Context: an optimization exercise on an open-source flow, tuned for small area, a short achievable clock period and few clock cycles per item. The choices shown serve that exercise and are no tape-out recipe.

==> flow/design.v (excerpt) <==
module sector_check (
    input  wire         clk,
    input  wire         rst,
    input  wire         in_valid,
    output wire         in_ready,
    input  wire [63:0]  in_data,
    input  wire         in_mode,
    output reg          out_valid,
    input  wire         out_ready,
    output reg  [127:0] out_data,
    output reg          out_zero
);
    reg  [5:0] bc;         
    reg        tmode;      
    reg        efull;      
    reg        irdy;
    reg        first_r;    
    reg        msg_r;      
    reg        b32_r, b33_r, b34_r;
    reg  [4:0] fc;         
    reg        fmode;      
    reg        free_r;     
    reg        pad_r, conv_r, eval_r, copy_r, fin_r;
    reg  [5:0] act_r;
    assign in_ready = irdy;
    wire in_fire  = in_valid && irdy;
    wire cur_mode = first_r ? in_mode : tmode;
    wire last     = b34_r || (b32_r && !cur_mode);
    wire handoff  = efull && free_r && (!tmode || (in_fire && b34_r));
    wire [127:0] est;
    sc_encoder u_eng (
        .clk(clk), .step(in_fire && msg_r), .first(first_r),
        .sym4(in_data), .state(est)
    );
    wire [127:0] p;
    wire [15:0]  s;
    sc_syndrome u_fin (
        .clk(clk), .load(handoff), .din(est),
  ...
==> module sc_encoder, before the edit <==
module sc_encoder (
    input  wire         clk,
    input  wire         step,      
    input  wire         first,     
    input  wire [63:0]  sym4,
    output reg  [127:0] state
);
    wire [127:0] a0 = first ? 128'd0 : state;
    wire [127:0] a1, a2, a3, a4;
    wire [127:0] b1, b2, b3, b4;
    sc_nstep u_a1 (.c(a0), .f(16'h0000), .nb(1'b1), .n(a1));
    sc_nstep u_a2 (.c(a1), .f(16'h0000), .nb(1'b1), .n(a2));
    sc_nstep u_a3 (.c(a2), .f(16'h0000), .nb(1'b1), .n(a3));
    sc_nstep u_a4 (.c(a3), .f(16'h0000), .nb(1'b1), .n(a4));
    sc_nstep u_b1 (.c(128'd0), .f(sym4[15:0]),  .nb(1'b1), .n(b1));
    sc_nstep u_b2 (.c(b1),     .f(sym4[31:16]), .nb(1'b1), .n(b2));
    sc_nstep u_b3 (.c(b2),     .f(sym4[47:32]), .nb(1'b1), .n(b3));
    sc_nstep u_b4 (.c(b3),     .f(sym4[63:48]), .nb(1'b1), .n(b4));
    always @(posedge clk)
        if (step)
            state <= a4 ^ b4;
endmodule
==> module sector_check, before the edit <==
module sector_check (
    input  wire         clk,
    input  wire         rst,
    input  wire         in_valid,
    output wire         in_ready,
    input  wire [63:0]  in_data,
    input  wire         in_mode,
    output reg          out_valid,
    input  wire         out_ready,
    output reg  [127:0] out_data,
    output reg          out_zero
);
    reg  [5:0] bc;         
    reg        tmode;      
    reg        efull;      
    reg        irdy;
    reg        first_r;    
    reg        msg_r;      
    reg        b32_r, b33_r, b34_r;
    reg  [4:0] fc;         
    reg        fmode;      
    reg        free_r;     
    reg        pad_r, conv_r, eval_r, copy_r, fin_r;
    reg  [5:0] act_r;
    assign in_ready = irdy;
    wire in_fire  = in_valid && irdy;
    wire cur_mode = first_r ? in_mode : tmode;
    wire last     = b34_r || (b32_r && !cur_mode);
    wire handoff  = efull && free_r && (!tmode || (in_fire && b34_r));
    wire [127:0] est;
    sc_encoder u_eng (
        .clk(clk), .step(in_fire && msg_r), .first(first_r),
        .sym4(in_data), .state(est)
    );
    wire [127:0] p;
    wire [15:0]  s;
    sc_syndrome u_fin (
        .clk(clk), .load(handoff), .din(est),
        .pad(pad_r), .sym(fmode ? out_data[15:0] : 16'h0000),
        .conv(conv_r), .act(act_r), .eval(eval_r),
        .p(p), .sum(s)
    );
    wire [63:0] rev_in = {in_data[15:0], in_data[31:16], in_data[47:32], in_data[63:48]};
    wire [5:0] bc_n    = in_fire ? (last ? 6'd0 : bc + 6'd1) : bc;
    wire       efull_n = (efull && !handoff) || (in_fire && b32_r);
    wire [4:0] fc_n    = handoff ? 5'd1 :
                         (fc == 5'd0 || fin_r) ? 5'd0 : fc + 5'd1;
    wire       fmode_n = handoff ? tmode : fmode;
    wire       ov_n    = fin_r || (out_valid && !out_ready);
    wire       free_n  = (fc_n == 5'd0) && !ov_n;
    always @(posedge clk) begin
        if (rst) begin
            bc        <= 6'd0;
            efull     <= 1'b0;
            irdy      <= 1'b1;
            fc        <= 5'd0;
            out_valid <= 1'b0;
            free_r    <= 1'b1;
            first_r   <= 1'b1;
            msg_r     <= 1'b1;
            b32_r     <= 1'b0;
            b33_r     <= 1'b0;
            b34_r     <= 1'b0;
            pad_r     <= 1'b0;
            conv_r    <= 1'b0;
            eval_r    <= 1'b0;
            copy_r    <= 1'b0;
            fin_r     <= 1'b0;
        end else begin
            bc        <= bc_n;
            efull     <= efull_n;
            irdy      <= !efull_n || free_n;
            fc        <= fc_n;
            out_valid <= ov_n;
            free_r    <= free_n;
            first_r   <= (bc_n == 6'd0);
            msg_r     <= (bc_n < 6'd33);
            b32_r     <= (bc_n == 6'd32);
            b33_r     <= (bc_n == 6'd33);
            b34_r     <= (bc_n == 6'd34);
            pad_r     <= (fc_n != 5'd0) && (fc_n <= 5'd8);
            conv_r    <= (fc_n >= 5'd9) && (fc_n <= 5'd15);
            eval_r    <= fmode_n && (fc_n >= 5'd16);
            copy_r    <= !fmode_n && (fc_n == 5'd16);
            fin_r     <= (!fmode_n && fc_n == 5'd16) || (fc_n == 5'd23);
        end
    end
    integer i;
    always @(posedge clk) begin
        if (in_fire && first_r)
            tmode <= in_mode;
        fmode <= fmode_n;
        for (i = 0; i < 6; i = i + 1)
            act_r[i] <= (fc_n >= 5'd15 - i);
    end
    always @(posedge clk) begin
        if (in_fire && b33_r)
            out_data[127:64] <= rev_in;
        else if (in_fire && b34_r)
            out_data[63:0] <= rev_in;
        else if (copy_r)
            out_data <= p;
        else if ((pad_r && fmode) || eval_r)
            out_data <= {s, out_data[127:16]};
    end
    always @(posedge clk) begin
        if (copy_r)
            out_zero <= (p == 128'd0);
        else if (eval_r)
            out_zero <= (fc == 5'd16 || out_zero) && (s == 16'h0000);
    end
endmodule
Settings: LEC_CHECK=0, CAP_MARGIN=20, CORE_MARGIN=2, CORE_UTILIZATION=40, SETUP_SLACK_MARGIN=5, SLEW_MARGIN=20; clock period 10.0 ns.
run.sh (not shown) runs the stock make flow with config.mk's settings and CLKGATE_MAP_FILE= SYNTH_SCRIPT=/design/flow/synth_recipe.tcl, a recipe that flattens the netlist after the stock synthesis.
Edit:
--- a/flow/design.v
+++ b/flow/design.v
@@ -39,5 +39,5 @@
     output reg  [127:0] state
 );
-    wire [127:0] a0 = first ? 128'd0 : state;
+    wire [127:0] a0 = state;
     wire [127:0] a1, a2, a3, a4;
     wire [127:0] b1, b2, b3, b4;
@@ -52,5 +52,5 @@
     always @(posedge clk)
         if (step)
-            state <= a4 ^ b4;
+            state <= (first ? 128'd0 : a4) ^ b4;
 endmodule
 module sc_syndrome (
@@ -120,4 +120,5 @@
     reg        free_r;     
     reg        pad_r, conv_r, eval_r, copy_r, fin_r;
+    reg        hand_r;     
     reg  [5:0] act_r;
     assign in_ready = irdy;
@@ -125,5 +126,5 @@
     wire cur_mode = first_r ? in_mode : tmode;
     wire last     = b34_r || (b32_r && !cur_mode);
-    wire handoff  = efull && free_r && (!tmode || (in_fire && b34_r));
+    wire handoff  = hand_r;
     wire [127:0] est;
     sc_encoder u_eng (
@@ -147,4 +148,6 @@
     wire       ov_n    = fin_r || (out_valid && !out_ready);
     wire       free_n  = (fc_n == 5'd0) && !ov_n;
+    wire       hand_n  = efull_n && !handoff &&
+                         (tmode ? (in_fire && b34_r) : free_n);
     always @(posedge clk) begin
         if (rst) begin
@@ -155,4 +158,5 @@
             out_valid <= 1'b0;
             free_r    <= 1'b1;
+            hand_r    <= 1'b0;
             first_r   <= 1'b1;
             msg_r     <= 1'b1;
@@ -172,4 +176,5 @@
             out_valid <= ov_n;
             free_r    <= free_n;
+            hand_r    <= hand_n;
             first_r   <= (bc_n == 6'd0);
             msg_r     <= (bc_n < 6'd33);
Setup slack improved by 0.36 ns.
Final area went up by 2.7%.
Count of clock-buffer cells in the layout does not change.
Sequential cell count is unchanged.
Core utilization rises by 0.22 points.
Via count shrinks by 1.2%.
Final cell count rises by 0.89%.
No run of this note included a check of the RTL's function; only the layout flow was run.

-- re-timing with driven ports --
Ports are ideal in the flow. The routed layouts listed here were re-timed in OpenROAD.
Step 1, drivers: a clkbuf_16 drives clk and a buf_2 each remaining input, both assumed.
Step 2 times the ports against the registers' clock, not the clock port: input delays grow and output delays shrink by t, the midpoint of the rising clock arrivals with the driver on.
a / b / c = no drivers / after step 1 / after step 2; a / b = the first two.
run	shift t [ns]	slack for setup (ns)	worst setup path at the end	latest minus earliest clock arrival (ns)	slew at the worst register clock pin (ns)
the first run	0.685	5.350 / 5.374 / 4.688	input to register	0.075 / 0.075	0.07 / 0.07
the second run	0.684	5.715 / 5.715 / 5.176	input to register	0.056 / 0.055	0.07 / 0.07
After both steps every run listed still meets setup and hold. For the first run, which loses most, drivers alone change the setup slack by +0.024 ns; drivers and shift together by -0.662 ns.
